What follows belongs to an exercise in optimizing a design on an open flow for small area, a short achievable clock period and few clock cycles per item; a production flow would make more cautious choices.
Only the layout flow was run in this run; the RTL was not checked for function there.

==> design.v <==
module aes_sbox (
    input  wire [7:0] a,
    output reg  [7:0] y
);
    always @(*) begin
        case (a)
            8'h00: y = 8'h63;
            8'h01: y = 8'h7c;
            8'h02: y = 8'h77;
            8'h03: y = 8'h7b;
            8'h04: y = 8'hf2;
            8'h05: y = 8'h6b;
            8'h06: y = 8'h6f;
            8'h07: y = 8'hc5;
            8'h08: y = 8'h30;
            8'h09: y = 8'h01;
            8'h0a: y = 8'h67;
            8'h0b: y = 8'h2b;
            8'h0c: y = 8'hfe;
            8'h0d: y = 8'hd7;
            8'h0e: y = 8'hab;
            8'h0f: y = 8'h76;
            8'h10: y = 8'hca;
            8'h11: y = 8'h82;
            8'h12: y = 8'hc9;
            8'h13: y = 8'h7d;
            8'h14: y = 8'hfa;
            8'h15: y = 8'h59;
            8'h16: y = 8'h47;
            8'h17: y = 8'hf0;
            8'h18: y = 8'had;
            8'h19: y = 8'hd4;
            8'h1a: y = 8'ha2;
            8'h1b: y = 8'haf;
            8'h1c: y = 8'h9c;
            8'h1d: y = 8'ha4;
            8'h1e: y = 8'h72;
            8'h1f: y = 8'hc0;
            8'h20: y = 8'hb7;
            8'h21: y = 8'hfd;
            8'h22: y = 8'h93;
            8'h23: y = 8'h26;
            8'h24: y = 8'h36;
            8'h25: y = 8'h3f;
            8'h26: y = 8'hf7;
            8'h27: y = 8'hcc;
            8'h28: y = 8'h34;
            8'h29: y = 8'ha5;
            8'h2a: y = 8'he5;
            8'h2b: y = 8'hf1;
            8'h2c: y = 8'h71;
            8'h2d: y = 8'hd8;
            8'h2e: y = 8'h31;
            8'h2f: y = 8'h15;
            8'h30: y = 8'h04;
            8'h31: y = 8'hc7;
            8'h32: y = 8'h23;
            8'h33: y = 8'hc3;
            8'h34: y = 8'h18;
            8'h35: y = 8'h96;
            8'h36: y = 8'h05;
            8'h37: y = 8'h9a;
            8'h38: y = 8'h07;
            8'h39: y = 8'h12;
            8'h3a: y = 8'h80;
            8'h3b: y = 8'he2;
            8'h3c: y = 8'heb;
            8'h3d: y = 8'h27;
            8'h3e: y = 8'hb2;
            8'h3f: y = 8'h75;
            8'h40: y = 8'h09;
            8'h41: y = 8'h83;
            8'h42: y = 8'h2c;
            8'h43: y = 8'h1a;
            8'h44: y = 8'h1b;
            8'h45: y = 8'h6e;
            8'h46: y = 8'h5a;
            8'h47: y = 8'ha0;
            8'h48: y = 8'h52;
            8'h49: y = 8'h3b;
            8'h4a: y = 8'hd6;
            8'h4b: y = 8'hb3;
            8'h4c: y = 8'h29;
            8'h4d: y = 8'he3;
            8'h4e: y = 8'h2f;
            8'h4f: y = 8'h84;
            8'h50: y = 8'h53;
            8'h51: y = 8'hd1;
            8'h52: y = 8'h00;
            8'h53: y = 8'hed;
            8'h54: y = 8'h20;
            8'h55: y = 8'hfc;
            8'h56: y = 8'hb1;
            8'h57: y = 8'h5b;
            8'h58: y = 8'h6a;
            8'h59: y = 8'hcb;
            8'h5a: y = 8'hbe;
            8'h5b: y = 8'h39;
            8'h5c: y = 8'h4a;
            8'h5d: y = 8'h4c;
            8'h5e: y = 8'h58;
            8'h5f: y = 8'hcf;
            8'h60: y = 8'hd0;
            8'h61: y = 8'hef;
            8'h62: y = 8'haa;
            8'h63: y = 8'hfb;
            8'h64: y = 8'h43;
            8'h65: y = 8'h4d;
            8'h66: y = 8'h33;
            8'h67: y = 8'h85;
            8'h68: y = 8'h45;
            8'h69: y = 8'hf9;
            8'h6a: y = 8'h02;
            8'h6b: y = 8'h7f;
            8'h6c: y = 8'h50;
            8'h6d: y = 8'h3c;
            8'h6e: y = 8'h9f;
            8'h6f: y = 8'ha8;
            8'h70: y = 8'h51;
            8'h71: y = 8'ha3;
            8'h72: y = 8'h40;
            8'h73: y = 8'h8f;
            8'h74: y = 8'h92;
            8'h75: y = 8'h9d;
            8'h76: y = 8'h38;
            8'h77: y = 8'hf5;
            8'h78: y = 8'hbc;
            8'h79: y = 8'hb6;
            8'h7a: y = 8'hda;
            8'h7b: y = 8'h21;
            8'h7c: y = 8'h10;
            8'h7d: y = 8'hff;
            8'h7e: y = 8'hf3;
            8'h7f: y = 8'hd2;
            8'h80: y = 8'hcd;
            8'h81: y = 8'h0c;
            8'h82: y = 8'h13;
            8'h83: y = 8'hec;
            8'h84: y = 8'h5f;
            8'h85: y = 8'h97;
            8'h86: y = 8'h44;
            8'h87: y = 8'h17;
            8'h88: y = 8'hc4;
            8'h89: y = 8'ha7;
            8'h8a: y = 8'h7e;
            8'h8b: y = 8'h3d;
            8'h8c: y = 8'h64;
            8'h8d: y = 8'h5d;
            8'h8e: y = 8'h19;
            8'h8f: y = 8'h73;
            8'h90: y = 8'h60;
            8'h91: y = 8'h81;
            8'h92: y = 8'h4f;
            8'h93: y = 8'hdc;
            8'h94: y = 8'h22;
            8'h95: y = 8'h2a;
            8'h96: y = 8'h90;
            8'h97: y = 8'h88;
            8'h98: y = 8'h46;
            8'h99: y = 8'hee;
            8'h9a: y = 8'hb8;
            8'h9b: y = 8'h14;
            8'h9c: y = 8'hde;
            8'h9d: y = 8'h5e;
            8'h9e: y = 8'h0b;
            8'h9f: y = 8'hdb;
            8'ha0: y = 8'he0;
            8'ha1: y = 8'h32;
            8'ha2: y = 8'h3a;
            8'ha3: y = 8'h0a;
            8'ha4: y = 8'h49;
            8'ha5: y = 8'h06;
            8'ha6: y = 8'h24;
            8'ha7: y = 8'h5c;
            8'ha8: y = 8'hc2;
            8'ha9: y = 8'hd3;
            8'haa: y = 8'hac;
            8'hab: y = 8'h62;
            8'hac: y = 8'h91;
            8'had: y = 8'h95;
            8'hae: y = 8'he4;
            8'haf: y = 8'h79;
            8'hb0: y = 8'he7;
            8'hb1: y = 8'hc8;
            8'hb2: y = 8'h37;
            8'hb3: y = 8'h6d;
            8'hb4: y = 8'h8d;
            8'hb5: y = 8'hd5;
            8'hb6: y = 8'h4e;
            8'hb7: y = 8'ha9;
            8'hb8: y = 8'h6c;
            8'hb9: y = 8'h56;
            8'hba: y = 8'hf4;
            8'hbb: y = 8'hea;
            8'hbc: y = 8'h65;
            8'hbd: y = 8'h7a;
            8'hbe: y = 8'hae;
            8'hbf: y = 8'h08;
            8'hc0: y = 8'hba;
            8'hc1: y = 8'h78;
            8'hc2: y = 8'h25;
            8'hc3: y = 8'h2e;
            8'hc4: y = 8'h1c;
            8'hc5: y = 8'ha6;
            8'hc6: y = 8'hb4;
            8'hc7: y = 8'hc6;
            8'hc8: y = 8'he8;
            8'hc9: y = 8'hdd;
            8'hca: y = 8'h74;
            8'hcb: y = 8'h1f;
            8'hcc: y = 8'h4b;
            8'hcd: y = 8'hbd;
            8'hce: y = 8'h8b;
            8'hcf: y = 8'h8a;
            8'hd0: y = 8'h70;
            8'hd1: y = 8'h3e;
            8'hd2: y = 8'hb5;
            8'hd3: y = 8'h66;
            8'hd4: y = 8'h48;
            8'hd5: y = 8'h03;
            8'hd6: y = 8'hf6;
            8'hd7: y = 8'h0e;
            8'hd8: y = 8'h61;
            8'hd9: y = 8'h35;
            8'hda: y = 8'h57;
            8'hdb: y = 8'hb9;
            8'hdc: y = 8'h86;
            8'hdd: y = 8'hc1;
            8'hde: y = 8'h1d;
            8'hdf: y = 8'h9e;
            8'he0: y = 8'he1;
            8'he1: y = 8'hf8;
            8'he2: y = 8'h98;
            8'he3: y = 8'h11;
            8'he4: y = 8'h69;
            8'he5: y = 8'hd9;
            8'he6: y = 8'h8e;
            8'he7: y = 8'h94;
            8'he8: y = 8'h9b;
            8'he9: y = 8'h1e;
            8'hea: y = 8'h87;
            8'heb: y = 8'he9;
            8'hec: y = 8'hce;
            8'hed: y = 8'h55;
            8'hee: y = 8'h28;
            8'hef: y = 8'hdf;
            8'hf0: y = 8'h8c;
            8'hf1: y = 8'ha1;
            8'hf2: y = 8'h89;
            8'hf3: y = 8'h0d;
            8'hf4: y = 8'hbf;
            8'hf5: y = 8'he6;
            8'hf6: y = 8'h42;
            8'hf7: y = 8'h68;
            8'hf8: y = 8'h41;
            8'hf9: y = 8'h99;
            8'hfa: y = 8'h2d;
            8'hfb: y = 8'h0f;
            8'hfc: y = 8'hb0;
            8'hfd: y = 8'h54;
            8'hfe: y = 8'hbb;
            8'hff: y = 8'h16;
            default: y = 8'h00;
        endcase
    end
endmodule
module sx2 (input wire a, input wire b, output wire y);
    assign y = a ^ b;
endmodule
module sa2 (input wire a, input wire b, output wire y);
    assign y = a & b;
endmodule
module aes_inv_sbox (
    input  wire [7:0] a,
    output reg  [7:0] y
);
    always @(*) begin
        case (a)
            8'h00: y = 8'h52;
            8'h01: y = 8'h09;
            8'h02: y = 8'h6a;
            8'h03: y = 8'hd5;
            8'h04: y = 8'h30;
            8'h05: y = 8'h36;
            8'h06: y = 8'ha5;
            8'h07: y = 8'h38;
            8'h08: y = 8'hbf;
            8'h09: y = 8'h40;
            8'h0a: y = 8'ha3;
            8'h0b: y = 8'h9e;
            8'h0c: y = 8'h81;
            8'h0d: y = 8'hf3;
            8'h0e: y = 8'hd7;
            8'h0f: y = 8'hfb;
            8'h10: y = 8'h7c;
            8'h11: y = 8'he3;
            8'h12: y = 8'h39;
            8'h13: y = 8'h82;
            8'h14: y = 8'h9b;
            8'h15: y = 8'h2f;
            8'h16: y = 8'hff;
            8'h17: y = 8'h87;
            8'h18: y = 8'h34;
            8'h19: y = 8'h8e;
            8'h1a: y = 8'h43;
            8'h1b: y = 8'h44;
            8'h1c: y = 8'hc4;
            8'h1d: y = 8'hde;
            8'h1e: y = 8'he9;
            8'h1f: y = 8'hcb;
            8'h20: y = 8'h54;
            8'h21: y = 8'h7b;
            8'h22: y = 8'h94;
            8'h23: y = 8'h32;
            8'h24: y = 8'ha6;
            8'h25: y = 8'hc2;
            8'h26: y = 8'h23;
            8'h27: y = 8'h3d;
            8'h28: y = 8'hee;
            8'h29: y = 8'h4c;
            8'h2a: y = 8'h95;
            8'h2b: y = 8'h0b;
            8'h2c: y = 8'h42;
            8'h2d: y = 8'hfa;
            8'h2e: y = 8'hc3;
            8'h2f: y = 8'h4e;
            8'h30: y = 8'h08;
            8'h31: y = 8'h2e;
            8'h32: y = 8'ha1;
            8'h33: y = 8'h66;
            8'h34: y = 8'h28;
            8'h35: y = 8'hd9;
            8'h36: y = 8'h24;
            8'h37: y = 8'hb2;
            8'h38: y = 8'h76;
            8'h39: y = 8'h5b;
            8'h3a: y = 8'ha2;
            8'h3b: y = 8'h49;
            8'h3c: y = 8'h6d;
            8'h3d: y = 8'h8b;
            8'h3e: y = 8'hd1;
            8'h3f: y = 8'h25;
            8'h40: y = 8'h72;
            8'h41: y = 8'hf8;
            8'h42: y = 8'hf6;
            8'h43: y = 8'h64;
            8'h44: y = 8'h86;
            8'h45: y = 8'h68;
            8'h46: y = 8'h98;
            8'h47: y = 8'h16;
            8'h48: y = 8'hd4;
            8'h49: y = 8'ha4;
            8'h4a: y = 8'h5c;
            8'h4b: y = 8'hcc;
            8'h4c: y = 8'h5d;
            8'h4d: y = 8'h65;
            8'h4e: y = 8'hb6;
            8'h4f: y = 8'h92;
            8'h50: y = 8'h6c;
            8'h51: y = 8'h70;
            8'h52: y = 8'h48;
            8'h53: y = 8'h50;
            8'h54: y = 8'hfd;
            8'h55: y = 8'hed;
            8'h56: y = 8'hb9;
            8'h57: y = 8'hda;
            8'h58: y = 8'h5e;
            8'h59: y = 8'h15;
            8'h5a: y = 8'h46;
            8'h5b: y = 8'h57;
            8'h5c: y = 8'ha7;
            8'h5d: y = 8'h8d;
            8'h5e: y = 8'h9d;
            8'h5f: y = 8'h84;
            8'h60: y = 8'h90;
            8'h61: y = 8'hd8;
            8'h62: y = 8'hab;
            8'h63: y = 8'h00;
            8'h64: y = 8'h8c;
            8'h65: y = 8'hbc;
            8'h66: y = 8'hd3;
            8'h67: y = 8'h0a;
            8'h68: y = 8'hf7;
            8'h69: y = 8'he4;
            8'h6a: y = 8'h58;
            8'h6b: y = 8'h05;
            8'h6c: y = 8'hb8;
            8'h6d: y = 8'hb3;
            8'h6e: y = 8'h45;
            8'h6f: y = 8'h06;
            8'h70: y = 8'hd0;
            8'h71: y = 8'h2c;
            8'h72: y = 8'h1e;
            8'h73: y = 8'h8f;
            8'h74: y = 8'hca;
            8'h75: y = 8'h3f;
            8'h76: y = 8'h0f;
            8'h77: y = 8'h02;
            8'h78: y = 8'hc1;
            8'h79: y = 8'haf;
            8'h7a: y = 8'hbd;
            8'h7b: y = 8'h03;
            8'h7c: y = 8'h01;
            8'h7d: y = 8'h13;
            8'h7e: y = 8'h8a;
            8'h7f: y = 8'h6b;
            8'h80: y = 8'h3a;
            8'h81: y = 8'h91;
            8'h82: y = 8'h11;
            8'h83: y = 8'h41;
            8'h84: y = 8'h4f;
            8'h85: y = 8'h67;
            8'h86: y = 8'hdc;
            8'h87: y = 8'hea;
            8'h88: y = 8'h97;
            8'h89: y = 8'hf2;
            8'h8a: y = 8'hcf;
            8'h8b: y = 8'hce;
            8'h8c: y = 8'hf0;
            8'h8d: y = 8'hb4;
            8'h8e: y = 8'he6;
            8'h8f: y = 8'h73;
            8'h90: y = 8'h96;
            8'h91: y = 8'hac;
            8'h92: y = 8'h74;
            8'h93: y = 8'h22;
            8'h94: y = 8'he7;
            8'h95: y = 8'had;
            8'h96: y = 8'h35;
            8'h97: y = 8'h85;
            8'h98: y = 8'he2;
            8'h99: y = 8'hf9;
            8'h9a: y = 8'h37;
            8'h9b: y = 8'he8;
            8'h9c: y = 8'h1c;
            8'h9d: y = 8'h75;
            8'h9e: y = 8'hdf;
            8'h9f: y = 8'h6e;
            8'ha0: y = 8'h47;
            8'ha1: y = 8'hf1;
            8'ha2: y = 8'h1a;
            8'ha3: y = 8'h71;
            8'ha4: y = 8'h1d;
            8'ha5: y = 8'h29;
            8'ha6: y = 8'hc5;
            8'ha7: y = 8'h89;
            8'ha8: y = 8'h6f;
            8'ha9: y = 8'hb7;
            8'haa: y = 8'h62;
            8'hab: y = 8'h0e;
            8'hac: y = 8'haa;
            8'had: y = 8'h18;
            8'hae: y = 8'hbe;
            8'haf: y = 8'h1b;
            8'hb0: y = 8'hfc;
            8'hb1: y = 8'h56;
            8'hb2: y = 8'h3e;
            8'hb3: y = 8'h4b;
            8'hb4: y = 8'hc6;
            8'hb5: y = 8'hd2;
            8'hb6: y = 8'h79;
            8'hb7: y = 8'h20;
            8'hb8: y = 8'h9a;
            8'hb9: y = 8'hdb;
            8'hba: y = 8'hc0;
            8'hbb: y = 8'hfe;
            8'hbc: y = 8'h78;
            8'hbd: y = 8'hcd;
            8'hbe: y = 8'h5a;
            8'hbf: y = 8'hf4;
            8'hc0: y = 8'h1f;
            8'hc1: y = 8'hdd;
            8'hc2: y = 8'ha8;
            8'hc3: y = 8'h33;
            8'hc4: y = 8'h88;
            8'hc5: y = 8'h07;
            8'hc6: y = 8'hc7;
            8'hc7: y = 8'h31;
            8'hc8: y = 8'hb1;
            8'hc9: y = 8'h12;
            8'hca: y = 8'h10;
            8'hcb: y = 8'h59;
            8'hcc: y = 8'h27;
            8'hcd: y = 8'h80;
            8'hce: y = 8'hec;
            8'hcf: y = 8'h5f;
            8'hd0: y = 8'h60;
            8'hd1: y = 8'h51;
            8'hd2: y = 8'h7f;
            8'hd3: y = 8'ha9;
            8'hd4: y = 8'h19;
            8'hd5: y = 8'hb5;
            8'hd6: y = 8'h4a;
            8'hd7: y = 8'h0d;
            8'hd8: y = 8'h2d;
            8'hd9: y = 8'he5;
            8'hda: y = 8'h7a;
            8'hdb: y = 8'h9f;
            8'hdc: y = 8'h93;
            8'hdd: y = 8'hc9;
            8'hde: y = 8'h9c;
            8'hdf: y = 8'hef;
            8'he0: y = 8'ha0;
            8'he1: y = 8'he0;
            8'he2: y = 8'h3b;
            8'he3: y = 8'h4d;
            8'he4: y = 8'hae;
            8'he5: y = 8'h2a;
            8'he6: y = 8'hf5;
            8'he7: y = 8'hb0;
            8'he8: y = 8'hc8;
            8'he9: y = 8'heb;
            8'hea: y = 8'hbb;
            8'heb: y = 8'h3c;
            8'hec: y = 8'h83;
            8'hed: y = 8'h53;
            8'hee: y = 8'h99;
            8'hef: y = 8'h61;
            8'hf0: y = 8'h17;
            8'hf1: y = 8'h2b;
            8'hf2: y = 8'h04;
            8'hf3: y = 8'h7e;
            8'hf4: y = 8'hba;
            8'hf5: y = 8'h77;
            8'hf6: y = 8'hd6;
            8'hf7: y = 8'h26;
            8'hf8: y = 8'he1;
            8'hf9: y = 8'h69;
            8'hfa: y = 8'h14;
            8'hfb: y = 8'h63;
            8'hfc: y = 8'h55;
            8'hfd: y = 8'h21;
            8'hfe: y = 8'h0c;
            8'hff: y = 8'h7d;
            default: y = 8'h00;
        endcase
    end
endmodule
module aes_inv_mixcol (
    input  wire [31:0] c,
    output wire [31:0] y
);
    wire m0, m1, m2, m3, m4, m5, m6, m7, m8, m9, m10, m11, m12, m13, m14, m15, m16, m17, m18, m19, m20, m21, m22, m23, m24, m25, m26, m27, m28, m29, m30, m31, m32, m33, m34, m35, m36, m37, m38, m39, m40, m41, m42, m43, m44, m45, m46, m47, m48, m49, m50, m51, m52, m53, m54, m55, m56, m57, m58, m59, m60, m61, m62, m63, m64, m65, m66, m67, m68, m69, m70, m71, m72, m73, m74, m75, m76, m77, m78, m79, m80, m81, m82, m83, m84, m85, m86, m87, m88, m89, m90, m91, m92, m93, m94, m95, m96, m97, m98, m99, m100, m101, m102, m103, m104, m105, m106, m107, m108, m109, m110, m111, m112, m113, m114, m115, m116, m117, m118, m119, m120, m121, m122, m123, m124, m125, m126, m127, m128, m129, m130, m131, m132, m133, m134, m135, m136, m137, m138, m139, m140, m141, m142, m143, m144, m145, m146, m147, m148, m149, m150, m151, m152, m153, m154, m155, m156, m157, m158, m159, m160, m161, m162, m163, m164, m165, m166, m167, m168, m169, m170, m171, m172, m173, m174, m175, m176, m177, m178, m179;
    sx2 x0 (.a(c[5]), .b(c[21]), .y(m0));
    sx2 x1 (.a(c[13]), .b(c[29]), .y(m1));
    sx2 x2 (.a(c[14]), .b(c[30]), .y(m2));
    sx2 x3 (.a(c[6]), .b(c[22]), .y(m3));
    sx2 x4 (.a(m0), .b(m1), .y(m4));
    sx2 x5 (.a(c[3]), .b(c[31]), .y(m5));
    sx2 x6 (.a(c[15]), .b(c[19]), .y(m6));
    sx2 x7 (.a(c[7]), .b(c[23]), .y(m7));
    sx2 x8 (.a(c[18]), .b(m2), .y(m8));
    sx2 x9 (.a(c[26]), .b(m3), .y(m9));
    sx2 x10 (.a(c[16]), .b(m4), .y(m10));
    sx2 x11 (.a(c[1]), .b(c[17]), .y(m11));
    sx2 x12 (.a(c[9]), .b(c[25]), .y(m12));
    sx2 x13 (.a(c[11]), .b(c[27]), .y(m13));
    sx2 x14 (.a(c[12]), .b(c[28]), .y(m14));
    sx2 x15 (.a(c[4]), .b(c[20]), .y(m15));
    sx2 x16 (.a(c[8]), .b(c[24]), .y(m16));
    sx2 x17 (.a(c[2]), .b(c[10]), .y(m17));
    sx2 x18 (.a(m7), .b(m13), .y(m18));
    sx2 x19 (.a(m5), .b(m6), .y(m19));
    sx2 x20 (.a(m8), .b(m9), .y(m20));
    sx2 x21 (.a(c[0]), .b(c[31]), .y(m21));
    sx2 x22 (.a(c[0]), .b(m16), .y(m22));
    sx2 x23 (.a(m4), .b(m12), .y(m23));
    sx2 x24 (.a(m14), .b(m15), .y(m24));
    sx2 x25 (.a(c[7]), .b(m11), .y(m25));
    sx2 x26 (.a(m18), .b(m19), .y(m26));
    sx2 x27 (.a(m17), .b(m20), .y(m27));
    sx2 x28 (.a(m10), .b(m22), .y(m28));
    sx2 x29 (.a(c[15]), .b(c[23]), .y(m29));
    sx2 x30 (.a(c[7]), .b(c[15]), .y(m30));
    sx2 x31 (.a(c[23]), .b(c[27]), .y(m31));
    sx2 x32 (.a(m2), .b(m21), .y(m32));
    sx2 x33 (.a(c[31]), .b(m24), .y(m33));
    sx2 x34 (.a(c[15]), .b(c[16]), .y(m34));
    sx2 x35 (.a(m5), .b(m31), .y(m35));
    sx2 x36 (.a(c[2]), .b(m11), .y(m36));
    sx2 x37 (.a(m2), .b(m30), .y(m37));
    sx2 x38 (.a(m1), .b(m7), .y(m38));
    sx2 x39 (.a(m3), .b(m29), .y(m39));
    sx2 x40 (.a(c[25]), .b(m3), .y(m40));
    sx2 x41 (.a(m7), .b(m16), .y(m41));
    sx2 x42 (.a(m2), .b(m15), .y(m42));
    sx2 x43 (.a(c[10]), .b(m5), .y(m43));
    sx2 x44 (.a(c[17]), .b(m17), .y(m44));
    sx2 x45 (.a(c[11]), .b(m6), .y(m45));
    sx2 x46 (.a(m3), .b(m14), .y(m46));
    sx2 x47 (.a(m8), .b(m14), .y(m47));
    sx2 x48 (.a(m1), .b(m19), .y(m48));
    sx2 x49 (.a(m9), .b(m15), .y(m49));
    sx2 x50 (.a(m25), .b(m43), .y(m50));
    sx2 x51 (.a(m0), .b(m18), .y(m51));
    sx2 x52 (.a(m23), .b(m47), .y(m52));
    sx2 x53 (.a(m23), .b(m49), .y(m53));
    sx2 x54 (.a(c[1]), .b(c[9]), .y(m54));
    sx2 x55 (.a(c[12]), .b(c[20]), .y(m55));
    sx2 x56 (.a(c[4]), .b(c[21]), .y(m56));
    sx2 x57 (.a(c[11]), .b(c[28]), .y(m57));
    sx2 x58 (.a(c[20]), .b(c[28]), .y(m58));
    sx2 x59 (.a(c[5]), .b(c[29]), .y(m59));
    sx2 x60 (.a(c[6]), .b(c[30]), .y(m60));
    sx2 x61 (.a(c[10]), .b(c[12]), .y(m61));
    sx2 x62 (.a(c[9]), .b(c[24]), .y(m62));
    sx2 x63 (.a(c[14]), .b(c[21]), .y(m63));
    sx2 x64 (.a(c[12]), .b(c[29]), .y(m64));
    sx2 x65 (.a(c[7]), .b(c[31]), .y(m65));
    sx2 x66 (.a(c[17]), .b(c[24]), .y(m66));
    sx2 x67 (.a(c[6]), .b(c[13]), .y(m67));
    sx2 x68 (.a(c[10]), .b(c[25]), .y(m68));
    sx2 x69 (.a(c[13]), .b(c[30]), .y(m69));
    sx2 x70 (.a(c[14]), .b(c[22]), .y(m70));
    sx2 x71 (.a(c[1]), .b(c[8]), .y(m71));
    sx2 x72 (.a(c[22]), .b(c[30]), .y(m72));
    sx2 x73 (.a(c[0]), .b(c[24]), .y(m73));
    sx2 x74 (.a(c[3]), .b(c[7]), .y(m74));
    sx2 x75 (.a(c[2]), .b(c[4]), .y(m75));
    sx2 x76 (.a(c[6]), .b(c[14]), .y(m76));
    sx2 x77 (.a(c[8]), .b(c[23]), .y(m77));
    sx2 x78 (.a(m0), .b(m70), .y(m78));
    sx2 x79 (.a(c[8]), .b(m21), .y(m79));
    sx2 x80 (.a(m2), .b(m17), .y(m80));
    sx2 x81 (.a(m11), .b(m61), .y(m81));
    sx2 x82 (.a(c[28]), .b(m56), .y(m82));
    sx2 x83 (.a(c[1]), .b(m21), .y(m83));
    sx2 x84 (.a(m6), .b(m13), .y(m84));
    sx2 x85 (.a(c[2]), .b(m54), .y(m85));
    sx2 x86 (.a(c[26]), .b(m74), .y(m86));
    sx2 x87 (.a(m3), .b(m13), .y(m87));
    sx2 x88 (.a(c[13]), .b(m58), .y(m88));
    sx2 x89 (.a(m0), .b(m29), .y(m89));
    sx2 x90 (.a(c[29]), .b(m63), .y(m90));
    sx2 x91 (.a(c[4]), .b(m64), .y(m91));
    sx2 x92 (.a(m3), .b(m65), .y(m92));
    sx2 x93 (.a(c[5]), .b(m55), .y(m93));
    sx2 x94 (.a(c[19]), .b(m12), .y(m94));
    sx2 x95 (.a(c[21]), .b(m67), .y(m95));
    sx2 x96 (.a(m11), .b(m62), .y(m96));
    sx2 x97 (.a(c[5]), .b(m69), .y(m97));
    sx2 x98 (.a(c[9]), .b(m34), .y(m98));
    sx2 x99 (.a(m6), .b(m31), .y(m99));
    sx2 x100 (.a(c[23]), .b(m66), .y(m100));
    sx2 x101 (.a(c[22]), .b(m59), .y(m101));
    sx2 x102 (.a(m34), .b(m68), .y(m102));
    sx2 x103 (.a(m12), .b(m71), .y(m103));
    sx2 x104 (.a(c[15]), .b(m72), .y(m104));
    sx2 x105 (.a(m9), .b(m98), .y(m105));
    sx2 x106 (.a(c[18]), .b(m87), .y(m106));
    sx2 x107 (.a(c[20]), .b(m35), .y(m107));
    sx2 x108 (.a(m32), .b(m44), .y(m108));
    sx2 x109 (.a(m46), .b(m97), .y(m109));
    sx2 x110 (.a(m39), .b(m96), .y(m110));
    sx2 x111 (.a(m81), .b(m99), .y(m111));
    sx2 x112 (.a(m40), .b(m44), .y(m112));
    sx2 x113 (.a(m37), .b(m103), .y(m113));
    sx2 x114 (.a(m30), .b(m78), .y(m114));
    sx2 x115 (.a(m45), .b(m75), .y(m115));
    sx2 x116 (.a(m35), .b(m94), .y(m116));
    sx2 x117 (.a(m25), .b(m40), .y(m117));
    sx2 x118 (.a(m32), .b(m100), .y(m118));
    sx2 x119 (.a(m12), .b(m86), .y(m119));
    sx2 x120 (.a(m83), .b(m102), .y(m120));
    sx2 x121 (.a(m9), .b(m84), .y(m121));
    sx2 x122 (.a(m24), .b(m38), .y(m122));
    sx2 x123 (.a(m8), .b(m41), .y(m123));
    sx2 x124 (.a(m41), .b(m85), .y(m124));
    sx2 x125 (.a(m4), .b(m39), .y(m125));
    sx2 x126 (.a(m38), .b(m76), .y(m126));
    sx2 x127 (.a(m42), .b(m101), .y(m127));
    sx2 x128 (.a(c[23]), .b(m36), .y(m128));
    sx2 x129 (.a(m42), .b(m95), .y(m129));
    sx2 x130 (.a(m37), .b(m73), .y(m130));
    sx2 x131 (.a(m16), .b(m92), .y(m131));
    sx2 x132 (.a(m60), .b(m89), .y(m132));
    sx2 x133 (.a(m46), .b(m90), .y(m133));
    sx2 x134 (.a(m32), .b(m77), .y(m134));
    sx2 x135 (.a(m4), .b(m79), .y(m135));
    sx2 x136 (.a(m8), .b(m45), .y(m136));
    sx2 x137 (.a(m80), .b(m116), .y(m137));
    sx2 x138 (.a(m112), .b(m123), .y(m138));
    sx2 x139 (.a(m33), .b(m114), .y(m139));
    sx2 x140 (.a(m10), .b(m130), .y(m140));
    sx2 x141 (.a(m48), .b(m93), .y(m141));
    sx2 x142 (.a(m36), .b(m107), .y(m142));
    sx2 x143 (.a(m10), .b(m134), .y(m143));
    sx2 x144 (.a(m20), .b(m124), .y(m144));
    sx2 x145 (.a(m51), .b(m88), .y(m145));
    sx2 x146 (.a(m26), .b(m127), .y(m146));
    sx2 x147 (.a(m26), .b(m129), .y(m147));
    sx2 x148 (.a(m50), .b(m57), .y(m148));
    sx2 x149 (.a(m10), .b(m113), .y(m149));
    sx2 x150 (.a(m26), .b(m133), .y(m150));
    sx2 x151 (.a(m104), .b(m122), .y(m151));
    sx2 x152 (.a(m33), .b(m132), .y(m152));
    sx2 x153 (.a(m22), .b(m125), .y(m153));
    sx2 x154 (.a(m119), .b(m136), .y(m154));
    sx2 x155 (.a(m33), .b(m126), .y(m155));
    sx2 x156 (.a(m26), .b(m109), .y(m156));
    sx2 x157 (.a(m20), .b(m120), .y(m157));
    sx2 x158 (.a(m105), .b(m108), .y(m158));
    sx2 x159 (.a(m117), .b(m135), .y(m159));
    sx2 x160 (.a(m25), .b(m115), .y(m160));
    sx2 x161 (.a(m50), .b(m106), .y(m161));
    sx2 x162 (.a(m10), .b(m110), .y(m162));
    sx2 x163 (.a(m48), .b(m82), .y(m163));
    sx2 x164 (.a(m23), .b(m118), .y(m164));
    sx2 x165 (.a(m121), .b(m128), .y(m165));
    sx2 x166 (.a(m10), .b(m131), .y(m166));
    sx2 x167 (.a(m51), .b(m91), .y(m167));
    sx2 x168 (.a(m52), .b(m142), .y(m168));
    sx2 x169 (.a(m28), .b(m161), .y(m169));
    sx2 x170 (.a(m53), .b(m148), .y(m170));
    sx2 x171 (.a(m53), .b(m111), .y(m171));
    sx2 x172 (.a(m28), .b(m154), .y(m172));
    sx2 x173 (.a(m28), .b(m137), .y(m173));
    sx2 x174 (.a(m52), .b(m160), .y(m174));
    sx2 x175 (.a(m27), .b(m163), .y(m175));
    sx2 x176 (.a(m27), .b(m167), .y(m176));
    sx2 x177 (.a(m27), .b(m145), .y(m177));
    sx2 x178 (.a(m28), .b(m165), .y(m178));
    sx2 x179 (.a(m27), .b(m141), .y(m179));
    assign y[0] = m166;
    assign y[1] = m164;
    assign y[2] = m157;
    assign y[3] = m178;
    assign y[4] = m168;
    assign y[5] = m175;
    assign y[6] = m146;
    assign y[7] = m152;
    assign y[8] = m140;
    assign y[9] = m159;
    assign y[10] = m144;
    assign y[11] = m173;
    assign y[12] = m170;
    assign y[13] = m176;
    assign y[14] = m156;
    assign y[15] = m155;
    assign y[16] = m153;
    assign y[17] = m149;
    assign y[18] = m158;
    assign y[19] = m169;
    assign y[20] = m174;
    assign y[21] = m179;
    assign y[22] = m147;
    assign y[23] = m139;
    assign y[24] = m143;
    assign y[25] = m162;
    assign y[26] = m138;
    assign y[27] = m172;
    assign y[28] = m171;
    assign y[29] = m177;
    assign y[30] = m150;
    assign y[31] = m151;
endmodule
module kw_unwrap (
    input  wire         clk,
    input  wire         rst,       
    input  wire         start,     
    input  wire [127:0] kek,       
    input  wire [191:0] wrapped,   
    output wire         busy,
    output wire         done,      
    output wire         ok,        
    output wire [127:0] key        
);
    localparam [63:0] KW_IV = 64'hA6A6A6A6A6A6A6A6;
    reg         busy_r;
    reg         done_r;
    reg         kexp;     
    reg         first;    
    reg [3:0]   rnd;      
    reg [3:0]   t;        
    reg [127:0] st;       
    reg [63:0]  ro;       
    reg [127:0] rk;       
    reg [127:0] kl;       
    wire accept = start && !busy_r;
    genvar gb, gc, gr;
    wire last   = !kexp && (rnd == 4'd0);
    assign busy = busy_r;
    assign done = done_r;
    assign ok   = (st[127:64] == KW_IV);
    assign key  = {st[63:0], ro};
    function [7:0] rcon1;
        input [3:0] r;
        case (r)
            4'd0:    rcon1 = 8'h01;
            4'd1:    rcon1 = 8'h02;
            4'd2:    rcon1 = 8'h04;
            4'd3:    rcon1 = 8'h08;
            4'd4:    rcon1 = 8'h10;
            4'd5:    rcon1 = 8'h20;
            4'd6:    rcon1 = 8'h40;
            4'd7:    rcon1 = 8'h80;
            4'd8:    rcon1 = 8'h1b;
            4'd9:    rcon1 = 8'h36;
            default: rcon1 = 8'h00;
        endcase
    endfunction
    wire [31:0]  w0 = rk[127:96];
    wire [31:0]  w1 = rk[95:64];
    wire [31:0]  w2 = rk[63:32];
    wire [31:0]  w3 = rk[31:0];
    wire [31:0]  v3 = w3 ^ w2;    
    wire [31:0]  v2 = w2 ^ w1;
    wire [31:0]  v1 = w1 ^ w0;
    wire [31:0]  rot = {v3[23:0], v3[31:24]};
    wire [31:0]  sw_out;
    generate
        for (gb = 0; gb < 4; gb = gb + 1) begin : g_sbox
            aes_sbox u_sbox (.a(rot[8*gb +: 8]), .y(sw_out[8*gb +: 8]));
        end
    endgenerate
    wire [31:0]  temp = sw_out ^ {rcon1(rnd), 24'h000000};
    wire [31:0]  n0 = w0 ^ temp;
    wire [31:0]  n1 = v1 ^ temp;
    wire [31:0]  n2 = (v2 ^ w0) ^ temp;
    wire [31:0]  n3 = (v3 ^ v2) ^ (w0 ^ temp);
    wire [127:0] key_next = {n0, n1, n2, n3};         
    wire [127:0] key_next_y = {n0, n1, n2, v3};       
    wire [127:0] key_prev = {n0, v1, v2, v3};
    wire [127:0] blk = {st[127:64] ^ {60'd0, t}, ro} ^ rk;
    wire [127:0] imc;
    generate
        for (gc = 0; gc < 4; gc = gc + 1) begin : g_imc
            aes_inv_mixcol u_imc (.c(st[32*gc +: 32]), .y(imc[32*gc +: 32]));
        end
    endgenerate
    wire [127:0] x = first ? blk : imc;
    wire [127:0] isr;
    generate
        for (gc = 0; gc < 4; gc = gc + 1) begin : g_col
            for (gr = 0; gr < 4; gr = gr + 1) begin : g_row
                assign isr[127 - 8*(gr + 4*((gc + gr) % 4)) -: 8] =
                       x[127 - 8*(gr + 4*gc) -: 8];
            end
        end
    endgenerate
    wire [127:0] isb;
    generate
        for (gb = 0; gb < 16; gb = gb + 1) begin : g_isbox
            aes_inv_sbox u_isbox (.a(isr[8*gb +: 8]), .y(isb[8*gb +: 8]));
        end
    endgenerate
    wire [127:0] ark = isb ^ key_prev;
    always @(posedge clk) begin
        if (rst) begin
            busy_r <= 1'b0;
            done_r <= 1'b0;
            kexp   <= 1'b0;
            first  <= 1'b0;
        end else begin
            done_r <= 1'b0;
            if (accept) begin
                busy_r <= 1'b1;
                kexp   <= 1'b1;
                first  <= 1'b0;
                rnd    <= 4'd0;
                t      <= 4'd12;
            end else if (busy_r) begin
                if (kexp) begin
                    if (rnd == 4'd9) begin
                        kexp  <= 1'b0;
                        first <= 1'b1;
                    end else begin
                        rnd <= rnd + 4'd1;
                    end
                end else begin
                    first <= (rnd == 4'd0);
                    if (rnd == 4'd0) begin
                        rnd <= 4'd9;
                        t   <= t - 4'd1;
                        if (t == 4'd1) begin
                            busy_r <= 1'b0;
                            done_r <= 1'b1;
                        end
                    end else begin
                        rnd <= rnd - 4'd1;
                    end
                end
            end
        end
    end
    always @(posedge clk) begin
        if (accept)
            rk <= {kek[127:32], kek[63:32] ^ kek[31:0]};
        else if (kexp)
            rk <= (rnd == 4'd9) ? key_next : key_next_y;
        else if (last)
            rk <= kl;
        else
            rk <= key_prev;
    end
    always @(posedge clk) begin
        if (kexp)
            kl <= key_next;
    end
    always @(posedge clk) begin
        if (accept) begin
            st <= wrapped[191:64];
            ro <= wrapped[63:0];
        end else if (busy_r && !kexp) begin
            st <= ark;
            if (first) ro <= st[63:0];
        end
    end
endmodule
==> run.sh <==
#!/bin/bash
# synth_recipe.tcl (not shown) runs the flow's synth.tcl, then flattens the netlist and writes it again
# the make line also repeats each setting of config.mk as NAME=value (left out here)
make -C /OpenROAD-flow-scripts/flow DESIGN_CONFIG=/design/flow/config.mk WORK_HOME=/design/flow/orfs CLKGATE_MAP_FILE= SYNTH_SCRIPT=/design/flow/synth_recipe.tcl finish
==> config.mk <==
export PLATFORM = sky130hd
export DESIGN_NAME = kw_unwrap
export DESIGN_NICKNAME = kw_unwrap
export VERILOG_FILES = /design/flow/design.v
export SDC_FILE = /design/flow/constraint.sdc
export NUM_CORES = 8
export LEC_CHECK = 0
export ABC_AREA = 1
export CAP_MARGIN = 20
export CORE_MARGIN = 2
export CORE_UTILIZATION = 25
export SLEW_MARGIN = 20
export SYNTH_HIERARCHICAL = 1
==> constraint.sdc <==
create_clock -name core_clock -period 8.0 [get_ports {clk}]
set_input_delay 1.6000 -clock core_clock [delete_from_list [all_inputs] [get_ports {clk}]]
set_output_delay 1.6000 -clock core_clock [all_outputs]
set_load 0.01 [all_outputs]
==> out/metrics.yaml <==
die:
  die_y_um: 644
  initial_core_util_pct: 25.2
  coreArea_um2: 407000
  die_w_um: 644
  die_area_um2: 415000
  rows: 234
  num_io_pins: 454
cts:
  clockRootBuffer: "clkbuf_16"
  cts_sinks: 468
  cts_buffers: 74
  clockBufferDepth: 4
  clkSlewWorstSetupHoldPaths_ns: 0.07
  worstSkewPairLatency_ns: 0.87
  cts_hold_buffers: 0
  cts_tree: "built"
  cts_setup_buffers: 0
  cts_resized: 0
  htreeDepth: 3
yosys:
  synth.distinct_cells: 49
  synth.net_count: 20308
  synth_top_area_share_pct: 27.1
  yosysWarnings: 9
  synth_cells: 19584
  avgSynthCellArea_um2: 5.23
  yosysSeqAreaShare_pct: 12.4
  yosys-top-cells-area: "nand2_1, nand3_1, edfxtp_1"
  synth_edf_count: 328
  synthesis.area_um2: 102000
  yosys.area.top_type: "nand2_1"
  synth.most_common_cell: "nand2_1"
  async_flop_share_pct: 0
  ys_top_cells_by_count: "nand2_1, nand3_1, inv_1"
  synth-main-ff-cell: "edfxtp_1"
  ys_seq_elements: 468
global_route:
  antenna_found_initial: 72
  grt_max_degree: 97
  grt.overflow.total: 0
  grt_usage_pct: 30.1
  grt_pass1_vias: 122312
  grt_pass1_wl_mm: 921
setup_path:
  crit_type: "flop to flop"
  r2r_end: "st[45]"
  r2r_setup_slack_ns: 1.37
  start_kind: "flop"
  startpoint: "st[117]"
  worstPathRequired_ns: 8.45
  worstPathMaxFanout: 54
  critPathArrivalTime_ns: 7.08
  rr_startpoint: "st[117]"
  r2r_cells: 28
  worstSetupPathDepth: 28
  crit_family: "simple AND/OR/NAND/NOR gates"
  cpPeakStageDelay_ns: 0.91
  crit_slowest_cell: "edfxtp_1"
  worst-path-buf-inv: 6
  cp_common_cell: "nand2_1"
  endpoint_kind: "flop"
  timing.critical_path.to: "st[45]"
run_status:
  status: "timing/DRC/antenna clean"
sta:
  min_period_ns: 6.63
  holdWs_ns: 0.503
  finalMaxSlewViolations: 0
  worst_slew_pin_slew_ns: 1.18
  timing.slew.headroom_pct: 20.6
  setup_tns_ns: 0
  max_freq_mhz: 151
  finalHoldViolCount: 0
  fin_skew_ns: 0.105
  timing.final.crit_share_pct: 82.9
  setup_violations: 0
  rsz0062_at_grt: "false"
routing:
  drt_wl_total_mm: 659
  first_iter_violations: 21961
  drtAntennaViolNets: 0
  drc: 0
  post_drt_wl_per_cell_um: 26.8
  vias: 136413
  firstDrtPassIters: 8
  viasPerCell: 5.54
placed_design:
  portBuffers: 453
  dp_hpwl_mm: 498
  gp_congestion: 1.06
  post_dp_cell_area_um2: 109000
finish:
  fin_nets: 19829
  drive_above_1_share_pct: 4.90
  nFillCells: 47304
  stdcell_area_um2: 112000
  syn_to_final_growth_pct: 9.47
  multiInputGateArea_um2: 74200
  seq_area_um2: 12700
hold_path:
  holdCritPathClass: "flop to flop"
run:
  cap_violations: 0
Yosys stat by module (local to each module, per instance):
module          flip-flops and latches  copies in the design  cells inside  area (um^2)
aes_inv_mixcol                       0                     4            32          240
aes_inv_sbox                         0                    16           627         3040
sx2                                  0                   720             5         18.8
kw_unwrap                          468                     1          3216        26900
aes_sbox                             0                     4           652         3090
cell families (layout without fill, tap and decap cells):
family                   count (synthesis)  in the layout  synth area share (%)
adder cells (fa/ha/maj)                401            401                  4.90
XOR/XNOR                               434            434                  3.71
other                                    0             47                     0
flip-flops                             468            468                  12.4
AO/OA/AOI/OAI                         1489           1489                  8.00
buffers and inverters                 3620           3196                  15.8
AND/OR/NAND/NOR                      13172          13172                  55.2
area by class of cell:
| class | count | area share, % |
|---|---|---|
| repair buffers | 803 | 6.52 |
| multi-input cells | 15496 | 66.3 |
| clock inverters | 38 | 0.375 |
| diodes | 47 | 0.105 |
| flip-flops and latches | 468 | 11.3 |
| clock buffers | 93 | 1.78 |
| well taps | 5428 | 6.06 |
| inverters | 2262 | 7.61 |
stage by stage:
stage               instances  setup WS (ns)  utilization [%]
finish                  24635           1.37             27.5
global route            24624           1.10             27.5
global placement        24455           1.66             26.9
CTS                     24588           1.57             27.5
floorplan               19584          0.442                -
detailed placement      24457           1.67             26.9
state kept, by name (all words and copies together), names as in the netlist:
| signal | flops |
|---|---|
| kl | 128 |
| rk | 128 |
| st | 128 |
| ro | 64 |
| rcon1$func$/design/flow/design.v:816$5470.$result | 8 |
| rnd | 4 |
| t | 4 |
| busy_r | 1 |
| done_r | 1 |
| first | 1 |
| kexp | 1 |
worst min path at each step:
stage               startpoint       to  slack (ns)  cells after the start
global route           kl[114]  rk[114]        0.53                      2
finish                 kl[113]  rk[113]        0.50                      2
detailed placement     kl[107]  rk[107]        0.49                      2
floorplan              kl[100]  rk[100]        0.48                      2
global placement       kl[107]  rk[107]        0.49                      2
CTS                    kl[113]  rk[113]        0.51                      2
cells in the final DEF (no fill, tap or decap), drive strengths merged, types with 132 or more instances in the layout:
master and count:
nand2 7610, nand3 4652, inv 2255, nor2 743
o21ai 677, a21oi 570, clkdlybuf4s50 453, ha 401
buf 350, edfxtp 328, xnor2 231, xor2 203
dfxtp 140, o211ai 132
metal layers:
metal	track usage, %	vias to the layer above	part of all wire, %
met5	0	-	0.038
met4	22.0	38	8.8
met3	6.39	1809	11
met2	44.3	9242	41
met1	38.6	63508	39
li1	-	61816	-
worst min-delay path, cell delays in order (launching register included):
cell and delay, ns:
edfxtp_1 0.31, nand2_1 0.05, a31oi_1 0.11

-- re-timing with driven ports --
In the flow no input, the clock included, has a driving cell. The finished layout below was timed again as built, in two steps.
Step 1 assumes that a clkbuf_16 drives the clock port and a buf_2 every other input.
Step 2, shift: input delay + t, output delay - t, t = (earliest + latest rising clock arrival at the registers) / 2. This alone moves slack from input paths to output paths.
Three values: no drivers, after step 1, after step 2; two values: the first two.
t, ns: 0.913
setup WS [ns]: 1.368 / 1.368 / 1.368
clock arrival spread, ns: 0.106 / 0.105
After both steps this run still meets setup and hold. The setup slack of this run moves by 0.000 ns with the drivers and by 0.000 ns with both steps.
